This design comes from an exercise in tuning for small area, a short achievable clock period and few clock cycles per item on the open sky130 flow, not from production work.
At most, simulation tests tie the RTL to the original design; equivalence was not proved.

Design dtc_core, start of the top module:
module dtc_core (
    input  wire               clk,
    input  wire               rst,           
    input  wire               start,
    input  wire signed [15:0] ia,
    input  wire signed [15:0] ib,
    input  wire signed [15:0] ic,
    input  wire        [11:0] vms,
    input  wire               model_en,
    input  wire signed [15:0] cos_th,
    input  wire signed [15:0] sin_th,
    input  wire signed [23:0] t_ref,
    input  wire signed [23:0] f_ref,
    input  wire        [15:0] rs,
    input  wire        [15:0] kv,
    input  wire        [15:0] ld,
    input  wire        [15:0] lq,
    input  wire signed [23:0] psi_pm,
    input  wire        [14:0] model_gain,
    input  wire        [15:0] tq_gain,
    input  wire        [15:0] i_max,
    input  wire        [22:0] t_max,
    input  wire signed [23:0] f_min,
    input  wire signed [23:0] f_max,
    input  wire        [22:0] ht,
    input  wire        [22:0] hf,
    output wire               ready,
    output reg                done,
    output wire        [2:0]  vec,
    output wire signed [23:0] t_est,
    output reg         [23:0] f_est,
    output wire        [1:0]  tq_code,
    output wire               fx_code,
    output wire        [2:0]  sector,
    output wire               cur_lim,
    output wire               ref_lim,
    output wire               sense_fault,
    output wire        [15:0] switches
);
    function signed [23:0] sat24;
        input signed [47:0] v;
        begin
            if (v > 48'sd8388607)
                sat24 = 24'sd8388607;
            else if (v < -48'sd8388608)
                sat24 = -24'sd8388608;
            else
                sat24 = v[23:0];
        end
    endfunction
    function [16:0] abs16;
        input signed [15:0] v;
        begin
            abs16 = v[15] ? -{v[15], v} : {1'b0, v};
        end
    endfunction
    function [2:0] vcode;      
        input [2:0] n;
        begin
            case (n)
                3'd1: vcode = 3'b100;
                3'd2: vcode = 3'b110;
                3'd3: vcode = 3'b010;
                3'd4: vcode = 3'b011;
                3'd5: vcode = 3'b001;
                default: vcode = 3'b101;
            endcase
        end
    endfunction
    function [2:0] wrap6;       
        input signed [4:0] n;
        begin
            if (n < 5'sd1)
  ...
clock: 15.0 ns
lec_check: 0
abc_area: 1
cap_margin: 20
core_margin: 2
core_utilization: 40
place_density: 0.6
slew_margin: 20
standard.sh (not shown) runs the stock make flow with config.mk's settings and CLKGATE_MAP_FILE= SYNTH_SCRIPT=/design/flow/synth_recipe.tcl, a recipe that flattens the netlist after the stock synthesis.
==> flow/flow/run.sh <==
#!/bin/bash
# The standard layout (the standard.sh, unchanged synthesis, floorplan,
# placement, clock tree and routing) with a tighter target for the timing
# repair: the resizer works until the setup slack at the design's clock
# period is at least 7 ns. The constraints and the clock are the design's.
set -euo pipefail
bash standard.sh SETUP_SLACK_MARGIN=7 finish > standard.log 2>&1
Change:
--- a/flow/design.v
+++ b/flow/design.v
@@ -414,34 +414,28 @@
             w_sec = 3'd2;
         else if (sx <= 0 && sqq > 0)
             w_sec = 3'd3;
         else if (sqq <= 0 && sp < 0)
             w_sec = 3'd4;
         else if (sp >= 0 && sx < 0)
             w_sec = 3'd5;
         else if (sx >= 0 && sqq < 0)
             w_sec = 3'd6;
         else
             w_sec = 3'd1;
     end
-    reg         sa_s, sb_s;
-    reg  [23:0] sa_y, sb_y;
-    wire [23:0] w_psa = y3[38:15];
-    wire [23:0] w_psb = y4[38:15];
-    always @(posedge clk) begin
-        sa_s <= qsa[1] & w_psa[23];
-        sb_s <= qsb[1] & w_psb[23];
-        sa_y <= qsa[1] ? {1'b0, w_psa[22:0] ^ {23{w_psa[23]}}} : b_a1;
-        sb_y <= qsb[1] ? {1'b0, w_psb[22:0] ^ {23{w_psb[23]}}} : b_t2;
-    end
+    wire        sa_s = qsa[2] & psi_al[23];
+    wire        sb_s = qsb[2] & psi_be[23];
+    wire [23:0] sa_y = qsa[2] ? {1'b0, psi_al[22:0] ^ {23{psi_al[23]}}} : b_a1;
+    wire [23:0] sb_y = qsb[2] ? {1'b0, psi_be[22:0] ^ {23{psi_be[23]}}} : b_t2;
     wire [49:0] sq_n = qsc[2] ? 50'd0 : {2'b11, ~sq};
     wire [49:0] ra0, ra1, rb0, rb1;
     dtc_sqr u_sqa (.y(sa_y), .s(sa_s), .a1(sq_n), .ci(1'b0), .r0(ra0), .r1(ra1));
     dtc_sqr u_sqb (.y(sb_y), .s(sb_s), .a1(sq_n), .ci(1'b0), .r0(rb0), .r1(rb1));
     wire [49:0] za = ra0 + ra1;
     wire [49:0] zb = rb0 + rb1;
     wire [49:0] w_s = ra0 + ra1 + rb0 + rb1;
     always @(posedge clk) begin
         pv_al <= w_pv_al;
         pv_be <= w_pv_be;
         d_al  <= w_d_al;
         d_be  <= w_d_be;
=> Global-route usage grows by 0.42 points; worst hold slack is better by 0.0056 ns; via count hardly moves; clock-buffer cell count grows by 5; cell count shrinks by 2.4%; core utilization grows by 0.28 points; die area shrinks by about 1.5%; design area shrinks by 0.98%; non-clock buffer count shrinks by 5; routed wire length grows by 0.53%; sequential cell count shrinks by 50; sequential share of layout area shrinks by 0.32 points.
Testbench counts after the change, summed over its fixed seeds: cycles 9,648, items 2,400.
No functional check of the RTL was part of the first run of this note.

Another version of the RTL of dtc_core (not shown whole).
Size: about 21000 cells after synthesis, roughly 470 I/O pins, about 180000 µm² of cells after synthesis.
clock: 15.0 ns
lec_check: 0
abc_clock_period_in_ps: 6000
cap_margin: 20
core_margin: 2
core_utilization: 40
place_density: 0.6
setup_slack_margin: 5
slew_margin: 20
run.sh (not shown) runs the stock make flow with config.mk's settings and CLKGATE_MAP_FILE= SYNTH_SCRIPT=/design/flow/synth_recipe.tcl, a recipe that flattens the netlist after the stock synthesis.
Stock flow here: none of the scripts above is used.
==> next run, changes <==
--- a/flow/design.v
+++ b/flow/design.v
@@ -165,21 +165,22 @@
     wire signed [16:0] w_sbe  = ib - ic;
     wire signed [17:0] w_isum = ia + ib + ic;
     wire        [16:0] w_aia  = abs16(ia);
     wire        [16:0] w_aib  = abs16(ib);
     wire        [16:0] w_aic  = abs16(ic);
     wire               w_cur  = (w_aia > {1'b0, i_max}) || (w_aib > {1'b0, i_max})
                                 || (w_aic > {1'b0, i_max});
     wire signed [23:0] w_tmax = {1'b0, t_max};
     wire signed [23:0] w_ntmax = -w_tmax;
     wire               w_thi  = t_ref > w_tmax;
-    wire               w_tlo  = t_ref < w_ntmax;
+    wire signed [24:0] w_tsum = t_ref + $signed({1'b0, t_max});
+    wire               w_tlo  = w_tsum[24];           
     wire signed [23:0] w_tlim = w_thi ? w_tmax : w_tlo ? w_ntmax : t_ref;
     wire               w_flo  = f_ref < f_min;
     wire               w_fhi  = f_ref > f_max;
     wire               w_fmm  = f_min > f_max;
     wire               w_feq  = f_ref == f_max;
     wire signed [23:0] w_flim = w_flo ? (w_fmm ? f_max : f_min) : (w_fhi ? f_max : f_ref);
     wire               w_rlim = w_thi | w_tlo | w_fhi | (w_flo & ~w_feq);
     reg signed [17:0] c_sal;
     reg        [17:0] c_aisum;
     reg signed [16:0] c_sbe;
Result:
- wire length decreases slightly
- die area goes up slightly
- hold slack gains 0.0060 ns
- setup slack loses 0.0056 ns
- global-route usage falls by 0.67 points
- design area climbs slightly
- sequential share of layout area hardly moves
- utilization shrinks by 0.21 points
- via count grows slightly
- non-clock buffer count went down by 67
- synthesized cell count climbs slightly
Testbench counts after the change, summed over its fixed seeds: cycles 9,648, items 2,400.
Function not checked in the first run of this note: the RTL went through the layout flow alone.

## port drivers added, routing unchanged
The flow's constraints put no driver on any port. The routed layouts listed below were extracted and timed again, unchanged, in two steps.
Step 1 assumes that a clkbuf_16 drives the clock port and a buf_2 every other input.
Step 2 adds t to the input delays and takes it off the output delays; t is the mean of the earliest and latest rising clock arrival at the registers after step 1. Input paths then give back, and output paths get back, about the clock's delay inside the block.
Three values: ideal, step 1, step 2; two values: the first two.
run	t, ns	setup WS [ns]	worst setup path after step 2
the first run of note 1	1.015	6.610 / 6.610 / 6.610	register to register
the second run of note 1	1.022	6.681 / 6.681 / 6.681	register to register
the first run of note 2	1.046	5.176 / 5.176 / 4.949	input to register
the second run of note 2	1.047	5.171 / 5.171 / 5.171	register to register
After both steps setup and hold are still met in every run listed. The setup slack of the first run of note 2, which loses most, moves by 0.000 ns with the drivers and by -0.227 ns with both steps.
